This design comes from an exercise in tuning for small area, a short achievable clock period and few clock cycles per item on the open sky130 flow, not from production work. The RTL was checked by simulation tests, not by an equivalence proof against the original design. No activity file was given, so power comes from the tool's default toggle rates.

==> flow/design.v (excerpt) <==
module lath_ecc (
    input  wire         clk,
    input  wire         rst,           
    input  wire         in_valid,
    output wire         in_ready,
    input  wire [383:0] in_line,
    output reg          out_valid,
    input  wire         out_ready,
    output reg  [255:0] out_data,      
    output wire [7:0]   out_poison,    
    output wire [3:0]   out_corr,      
    output wire [3:0]   out_ue,        
    output wire [3:0]   out_prd,       
    output reg  [2:0]   out_die,       
    output wire         out_retire,    
    output wire         out_dual,      
    output reg          out_ue_alarm,  
    input  wire [15:0]  limit,         
    input  wire         win_clear,
    input  wire         cnt_clear,
    output wire         busy,
    output wire         erasure,
    output wire [2:0]   retired,
    output wire [23:0]  consec,        
    output reg  [95:0]  win_count,     
    output reg  [95:0]  corr_count,    
    output reg  [15:0]  ue_count,
    output reg  [15:0]  prd_count,
    output reg  [3:0]   ue_run
);
    integer i, k;
    genvar  b;
    reg  [2:0]  retired_q;     
    reg  [2:0]  cdie;          
    reg  [3:0]  ccnt;          
    reg  [15:0] limit_q;       
    reg  [7:0]  ocls;          
    reg         ret_q, dual_q;
    reg         p_any;         
    reg         p_norm;        
    function [15:0] sat_add;
        input [15:0] x;
        input [2:0]  n;
        reg   [3:0]  lo;
  ...
make LEC_CHECK=0 CAP_MARGIN=20 CORE_MARGIN=2 CORE_UTILIZATION=40 SLEW_MARGIN=20 finish   # period 26.0 ns
run.sh (not shown) runs the stock make flow with config.mk's settings and CLKGATE_MAP_FILE= SYNTH_SCRIPT=/design/flow/synth_recipe.tcl, a recipe that flattens the netlist after the stock synthesis.
Testbench counts at the start, summed over its fixed seeds: cycles 24,008, items 24,000.
Change:
==> flow/flow/run.sh (new file) <==
#!/bin/bash
# The standard layout (the standard.sh: ORFS synthesis to final), with the
# port buffers made of sky130_fd_sc_hd__buf_1 instead of the cell buffer_ports
# picks by default. Every port still gets its own buffer.
set -euo pipefail
bash standard.sh "BUFFER_PORTS_ARGS=-buffer_cell sky130_fd_sc_hd__buf_1" finish \
    > standard_flow.log 2>&1
==> flow/standard.sh (new file) <==
#!/bin/bash
# synth_recipe.tcl (not shown) runs the flow's synth.tcl, then flattens the netlist and writes it again
# the make line also repeats each setting of config.mk as NAME=value (left out here)
make -C /OpenROAD-flow-scripts/flow DESIGN_CONFIG=/design/flow/config.mk WORK_HOME=/design/flow/orfs CLKGATE_MAP_FILE= SYNTH_SCRIPT=/design/flow/synth_recipe.tcl "${@:-finish}"
--- a/flow/config.mk
+++ b/flow/config.mk
@@ -10 +10 @@
-export CORE_UTILIZATION = 40
+export CORE_UTILIZATION = 60
removed: flow/run.sh
Outcome: Total power drops by 5.2%. Routed wire length drops by 7.1%. Core utilization climbs by 17 points. Sequential share of layout area climbs by 3.4 points.


Another version of the RTL of lath_ecc (not shown whole).
Size: ~3500 cells after synthesis, ~560 flip-flops.
clock: 26.0 ns
lec_check: 0
cap_margin: 20
core_margin: 2
core_utilization: 52
cts_cluster_diameter: 70
cts_cluster_size: 25
slew_margin: 20
standard.sh (not shown) runs the stock make flow with config.mk's settings and CLKGATE_MAP_FILE= SYNTH_SCRIPT=/design/flow/synth_recipe.tcl, a recipe that flattens the netlist after the stock synthesis.
==> flow/flow/run.sh <==
#!/bin/bash
# The standard layout (the standard.sh: ORFS synthesis to final) with
# three changes in how it is made:
#  - ORFS's synthesis maps the logic with the area-oriented ABC script in
#    flow/abc_area_map.script (a copy of ORFS's scripts folder is used, with
#    only abc_speed.script replaced); everything else in the synthesis, and
#    so every register, is as in the standard synthesis;
#  - the port buffers are sky130_fd_sc_hd__buf_1 instead of the cell
#    buffer_ports picks by default (every port still gets its own buffer);
#  - ORFS's timing repair (after CTS and after global routing) aims for
#    15.3 ns of setup slack at the design's 26 ns clock, instead of 0.
# The SDC (clock, I/O delays, loads) is the standard flow's, unchanged.
set -euo pipefail
here=$(pwd)
rm -rf "$here/orfs_scripts"
cp -r "$FLOW_HOME/scripts" "$here/orfs_scripts"
cp "$here/flow/abc_area_map.script" "$here/orfs_scripts/abc_speed.script"
bash standard.sh \
    "SCRIPTS_DIR=$here/orfs_scripts" \
    "BUFFER_PORTS_ARGS=-buffer_cell sky130_fd_sc_hd__buf_1" \
    "SETUP_SLACK_MARGIN=15.3" \
    finish > standard_flow.log 2>&1
==> flow/flow/abc_area_map.script <==
strash
&get -n
&fraig -x
&put
scorr
dc2
strash
balance
rewrite
refactor
balance
rewrite -z
rewrite -z
balance
refactor -z
rewrite -z
balance
dc2
strash
&get -n
&deepsyn -T 900
&dch -f
&nf -R 1000
&put
The baseline ended with an error in I/O pin placement (3_2_place_iop) on PPL-0024.
Testbench counts at the start, summed over its fixed seeds: cycles 24,008, items 24,000.
==> next run, changes <==
CORE_AREA = 2.3 2.72 272.7 272.28   (was default)
CORE_MARGIN = default   (was 2)
CORE_UTILIZATION = default   (was 52)
DIE_AREA = 0 0 275 275   (was default)
Effect: Now the flow finished clean. Synthesized area stays the same. Synthesized cell count stays the same.


## indigo
Another version of the RTL of lath_ecc (not shown whole).
For scale: about 3600 cells after synthesis, roughly 540 flip-flops, ~36000 µm² of cells after synthesis.
export LEC_CHECK = 0
export CAP_MARGIN = 20
export CORE_MARGIN = 2
export CORE_UTILIZATION = 52
export CTS_CLUSTER_DIAMETER = 70
export CTS_CLUSTER_SIZE = 25
export SLEW_MARGIN = 20
create_clock -name core_clock -period 26.0 [get_ports {clk}]
==> flow/flow/abc_area_map.script <==
strash
&get -n
&fraig -x
&put
scorr
dc2
strash
balance
rewrite
refactor
balance
rewrite -z
rewrite -z
balance
refactor -z
rewrite -z
balance
dc2
strash
&get -n
&dch -f
&nf -R 1000
&put
Scripts as last shown in full above: flow/flow/run.sh
Testbench counts of indigo, summed over its fixed seeds: cycles 24,008, items 24,000.
Here is what was changed in the inputs of ember compared with indigo.
--- a/flow/flow/abc_area_map.script
+++ b/flow/flow/abc_area_map.script
@@ -20,0 +21 @@
+&deepsyn -J 50
ember did not stop at any stage, and its layout met the timing, DRC and antenna checks.
| fraction of power consumed by combinational cells | lower: ember |
Diff indigo -> ember | post-route worst setup slack | increase of 24 ps
Relative to indigo, layout overhead on the synthesized area has increased by 0.53 points in ember.
In the flow results for ember and indigo, the critical path arrival is larger on indigo.
ember vs indigo: global-route wire length before repair down slightly
Min sequential share of layout area across ember and indigo: indigo

[port drivers added, routing unchanged]
No port has a modelled driver above. Below, the same layouts with a new extraction and two added sets of constraints.
Step 1, drivers: a clkbuf_16 drives clk and a buf_2 each remaining input, both assumed.
Step 2 moves the port delays by t, midway between the first and last clock arrival at a register: inputs arrive t later, outputs are due t later. That takes back most of the time a late clock gives input paths.
Slacks: ideal ports / drivers / drivers and shift; pairs: ideal ports / drivers.
| run | shift t [ns] | setup WS [ns] | worst setup path at the end | clock arrival spread, ns | pins driven straight from the clock port |
|---|---|---|---|---|---|
| the first run of note 1 | 0.716 | 13.187 / 13.109 / 13.825 | register to output | 0.033 / 0.033 | 1 |
| the second run of note 1 | 0.740 | 13.537 / 13.465 / 14.205 | register to output | 0.020 / 0.021 | 1 |
| the second run of note 2 | 0.671 | 15.195 / 15.101 / 15.041 | input to register | 0.042 / 0.042 | 1 |
| indigo | 0.659 | 15.240 / 15.214 / 15.028 | input to register | 0.039 / 0.039 | 1 |
| ember | 0.663 | 15.263 / 15.230 / 14.891 | input to register | 0.049 / 0.049 | 1 |
After both steps setup and hold are still met in every run listed. For ember, which loses most, drivers alone change the setup slack by -0.033 ns; drivers and shift together by -0.372 ns.
